This design comes from an exercise in tuning for small area, a short achievable clock period and few clock cycles per item on the open sky130 flow, not from production work.
Function was checked by simulation only, so behaviour that the tests miss may differ from the original.

== job 5167 ==
==> flow/design.v (excerpt) <==
module chestnut_cordic (
    input  wire        clk,
    input  wire        rst,
    input  wire        in_valid,
    output wire        in_ready,
    input  wire [23:0] in_re,
    input  wire [23:0] in_im,
    input  wire [3:0]  in_ash,
    output reg         out_valid,
    output reg  [23:0] out_phase,
    output reg  [15:0] out_amp,
    output reg         out_sat
);
Size in the first run: about 9000 cells after synthesis, roughly 98 I/O pins, ~81000 µm² of cells after synthesis.
Settings: LEC_CHECK=0, ABC_AREA=1, CAP_MARGIN=20, CORE_MARGIN=2, CORE_UTILIZATION=65, CTS_CLUSTER_DIAMETER=80, CTS_CLUSTER_SIZE=30, PLACE_DENSITY=0.75, SLEW_MARGIN=20; clock period 12.0 ns.
standard.sh (not shown) runs the stock make flow with config.mk's settings and CLKGATE_MAP_FILE= SYNTH_SCRIPT=/design/flow/synth_recipe.tcl, a recipe that flattens the netlist after the stock synthesis.
==> flow/flow/run.sh <==
#!/bin/bash
set -euo pipefail
MARGIN=8.3
SETUP_SLACK_MARGIN=$MARGIN MATCH_CELL_FOOTPRINT=0 bash standard.sh SETUP_SLACK_MARGIN=$MARGIN MATCH_CELL_FOOTPRINT=0 finish > standard_flow.log 2>&1
Job 5167 | stages: all done | timing, DRC, antenna: all pass
Testbench counts of job 5167, summed over its fixed seeds: cycles 12,200, items 12,000.
Input changes introduced in job 6927 (baseline for comparison: job 5167):
==> flow/flow/run.sh <==
#!/bin/bash
set -euo pipefail
MARGIN=8.4
SETUP_SLACK_MARGIN=$MARGIN bash standard.sh SETUP_SLACK_MARGIN=$MARGIN finish > standard_flow.log 2>&1
### Flow results
- Taking job 5167 as the reference point, the maximum fanout along the worst path of job 6927 rises by 2.
- Delta (job 6927 minus job 5167): area overhead of the layout relative to synthesis rose 0.57 points.
The inputs of job 2176 differ from those of job 6927 as listed below.
# job 6927
export LEC_CHECK = 0
export ABC_AREA = 1
export CAP_MARGIN = 20
export CORE_MARGIN = 2
export CORE_UTILIZATION = 65
export CTS_CLUSTER_DIAMETER = 80
export CTS_CLUSTER_SIZE = 30
export PLACE_DENSITY = 0.75
export SLEW_MARGIN = 20
create_clock -name core_clock -period 12.0 [get_ports {clk}]
# job 2176
export LEC_CHECK = 0
export CAP_MARGIN = 20
export CORE_MARGIN = 2
export CORE_UTILIZATION = 65
export CTS_BUF_LIST = sky130_fd_sc_hd__clkbuf_4 sky130_fd_sc_hd__clkbuf_8
export PLACE_DENSITY = 0.75
export SLEW_MARGIN = 20
create_clock -name core_clock -period 12.0 [get_ports {clk}]
==> flow/flow/run.sh <==
#!/bin/bash
set -euo pipefail
MARGIN=8.0
SETUP_SLACK_MARGIN=$MARGIN bash standard.sh SETUP_SLACK_MARGIN=$MARGIN finish > standard_flow.log 2>&1
--- outcome ---
- Job 6927 completed every stage of the flow, and the final layout passed the timing, design-rule and antenna checks.
- In summary, job 2176 completed successfully, with a layout that passed the timing, design-rule and antenna checks.
- The average via count per standard cell in job 2176 sits about 0.6% above the value recorded for job 6927.
- Job 2176: overall global routing resource usage is 1.7 points lower than what job 6927 reported.
- Job 2176: count of H-tree levels built during CTS is 1 higher than what job 6927 reported.
- Job 2176 vs. job 6927: slack of the critical path went down by 0.72 ns; count of clock-buffer cells in the layout increased 330%; post-synthesis to final-layout area growth saw an increase.
- Area share of and/or/nand/nor cells after synthesis ended up 4.6 points lower on job 2176 than on job 6927.
- Job 6927 reports its capture point of the critical path as q11_y[16] while job 2176 reports q13_x[23].
- Changes observed in job 2176 relative to job 6927: non-filler instance count after layout moved down, final design instance area without fill moved up.
For job 6376, these inputs were changed with respect to job 2176:
# job 2176
export LEC_CHECK = 0
export CAP_MARGIN = 20
export CORE_MARGIN = 2
export CORE_UTILIZATION = 65
export CTS_BUF_LIST = sky130_fd_sc_hd__clkbuf_4 sky130_fd_sc_hd__clkbuf_8
export PLACE_DENSITY = 0.75
export SLEW_MARGIN = 20
create_clock -name core_clock -period 12.0 [get_ports {clk}]
# job 6376
export LEC_CHECK = 0
export ABC_AREA = 1
export CAP_MARGIN = 20
export CORE_MARGIN = 2
export CORE_UTILIZATION = 65
export CTS_CLUSTER_DIAMETER = 80
export CTS_CLUSTER_SIZE = 30
export PLACE_DENSITY = 0.75
export SLEW_MARGIN = 20
create_clock -name core_clock -period 12.0 [get_ports {clk}]
==> flow/flow/run.sh <==
#!/bin/bash
set -euo pipefail
MARGIN=8.4
SETUP_SLACK_MARGIN=$MARGIN MATCH_CELL_FOOTPRINT=0 bash standard.sh SETUP_SLACK_MARGIN=$MARGIN MATCH_CELL_FOOTPRINT=0 finish > standard_flow.log 2>&1
## What came out
Job 2176 reached the end of the flow, and the finished layout is clean on the timing, design-rule and antenna checks. Job 6376 was carried through to the last stage, and its layout satisfied the timing, design-rule and antenna checks. On initial cell density of the core, job 2176 and job 6376 are basically level. Design area, job 2176 and job 6376, higher one = job 2176. Job 6376 -> job 2176: total setup violations reported at the end of the flow delta 0, exact match. Changes observed in job 6376 relative to job 2176: width of the die climbed 2.1%; multi-input gate share of total cell area climbed 1.3 points.
[inputs] job 4186 vs job 6376
# job 6376
export LEC_CHECK = 0
export ABC_AREA = 1
export CAP_MARGIN = 20
export CORE_MARGIN = 2
export CORE_UTILIZATION = 65
export CTS_CLUSTER_DIAMETER = 80
export CTS_CLUSTER_SIZE = 30
export PLACE_DENSITY = 0.75
export SLEW_MARGIN = 20
create_clock -name core_clock -period 12.0 [get_ports {clk}]
# job 4186
export LEC_CHECK = 0
export CAP_MARGIN = 20
export CORE_MARGIN = 2
export CORE_UTILIZATION = 65
export PLACE_DENSITY = 0.75
export SLEW_MARGIN = 20
create_clock -name core_clock -period 12.0 [get_ports {clk}]
==> flow/flow/run.sh <==
#!/bin/bash
set -euo pipefail
MARGIN=8.0
SETUP_SLACK_MARGIN=$MARGIN bash standard.sh SETUP_SLACK_MARGIN=$MARGIN finish > standard_flow.log 2>&1
Of the two values seen for slowest cell on the critical path, sky130_fd_sc_hd__dfxtp_2 was produced by job 6376 and sky130_fd_sc_hd__or4_4 by job 4186.
Detailed-routed wire length on met3: job 4186 > job 6376
Job 4186 vs job 6376, detail-routed net length per standard cell went up by about 6%.
Final wirelength shrinks by a little under 10% when moving from job 6376 to job 4186.
The final worst-path cycle share reported for job 4186 is greater than that of job 6376 by 6.2 points.
Number of antenna violations at the first check in global routing (lower): job 6376
| area of the core | higher: job 6376 |
Edits applied to the flow inputs when going from job 4186 to job 400:
# job 4186
export LEC_CHECK = 0
export CAP_MARGIN = 20
export CORE_MARGIN = 2
export CORE_UTILIZATION = 65
export PLACE_DENSITY = 0.75
export SLEW_MARGIN = 20
create_clock -name core_clock -period 12.0 [get_ports {clk}]
# job 400
export LEC_CHECK = 0
export ABC_AREA = 1
export CAP_MARGIN = 20
export CORE_MARGIN = 2
export CORE_UTILIZATION = 65
export CTS_CLUSTER_DIAMETER = 80
export CTS_CLUSTER_SIZE = 30
export PLACE_DENSITY = 0.75
export SLEW_MARGIN = 20
create_clock -name core_clock -period 12.0 [get_ports {clk}]
==> flow/flow/run.sh <==
#!/bin/bash
set -euo pipefail
MARGIN=8.0
SETUP_SLACK_MARGIN=$MARGIN MATCH_CELL_FOOTPRINT=0 bash standard.sh SETUP_SLACK_MARGIN=$MARGIN MATCH_CELL_FOOTPRINT=0 finish > standard_flow.log 2>&1
--- outcome ---
- Having completed the whole flow, job 400 delivered a layout that passed the timing, design-rule and antenna checks.
- Job 400 vs job 4186 on clock period minus final worst setup slack: job 400 is the lower one.
- Summary: design area, job 400 better than job 4186
- Job 400: area after synthesis is about 4.4% higher than what job 4186 reported.
- Lower post-synthesis adder-cell area fraction among job 4186 and job 400: job 400
- In the reports for job 4186 and job 400, the smaller core utilization belongs to job 400.
- When the final numbers for job 4186 and job 400 were put side by side, the met2 wirelength from detailed routing turned out to be greater in job 400.
- | placed cell count | job 400 vs job 4186 | 1649 higher |
- q9_x[3] as the launch point of the worst path was reported by job 4186, and out_phase[21] by job 400.

[afterwards: timing with drivers on the ports]
How much do the figures lean on ideal ports? The routed layouts below were timed once more, with nothing changed but the port constraints. Step 1 (the two cells are an assumption about what drives the block):
set clk [get_ports {clk}]
set_driving_cell -lib_cell sky130_fd_sc_hd__clkbuf_16 $clk
set_driving_cell -lib_cell sky130_fd_sc_hd__buf_2 [delete_from_list [all_inputs] $clk]
Step 2 moves the port delays by t, midway between the first and last clock arrival at a register: inputs arrive t later, outputs are due t later. That takes back most of the time a late clock gives input paths. a / b / c = ideal ports / drivers / drivers and shift; a / b = the first two.
| run | shift t [ns] | setup slack, ns | clock arrival spread, ns | slew at the worst register clock pin (ns) | pins driven straight from the clock port |
|---|---|---|---|---|---|
| job 5167 | 0.767 | 8.411 / 8.335 / 8.151 | 0.041 / 0.040 | 0.11 / 0.11 | 1 |
| job 6927 | 0.758 | 8.370 / 8.370 / 8.111 | 0.046 / 0.047 | 0.11 / 0.11 | 1 |
| job 2176 | 0.999 | 7.645 / 7.645 / 7.645 | 0.064 / 0.064 | 0.07 / 0.07 | 1 |
| job 6376 | 0.766 | 8.440 / 8.367 / 8.146 | 0.050 / 0.050 | 0.11 / 0.11 | 1 |
| job 4186 | 0.839 | 7.690 / 7.690 / 7.690 | 0.032 / 0.032 | 0.07 / 0.07 | 1 |
| job 400 | 0.758 | 8.060 / 7.990 / 8.094 | 0.033 / 0.033 | 0.11 / 0.11 | 1 |
After both steps setup and hold are still met in every run listed. For job 6376, which loses most, drivers alone change the setup slack by -0.073 ns; drivers and shift together by -0.294 ns.
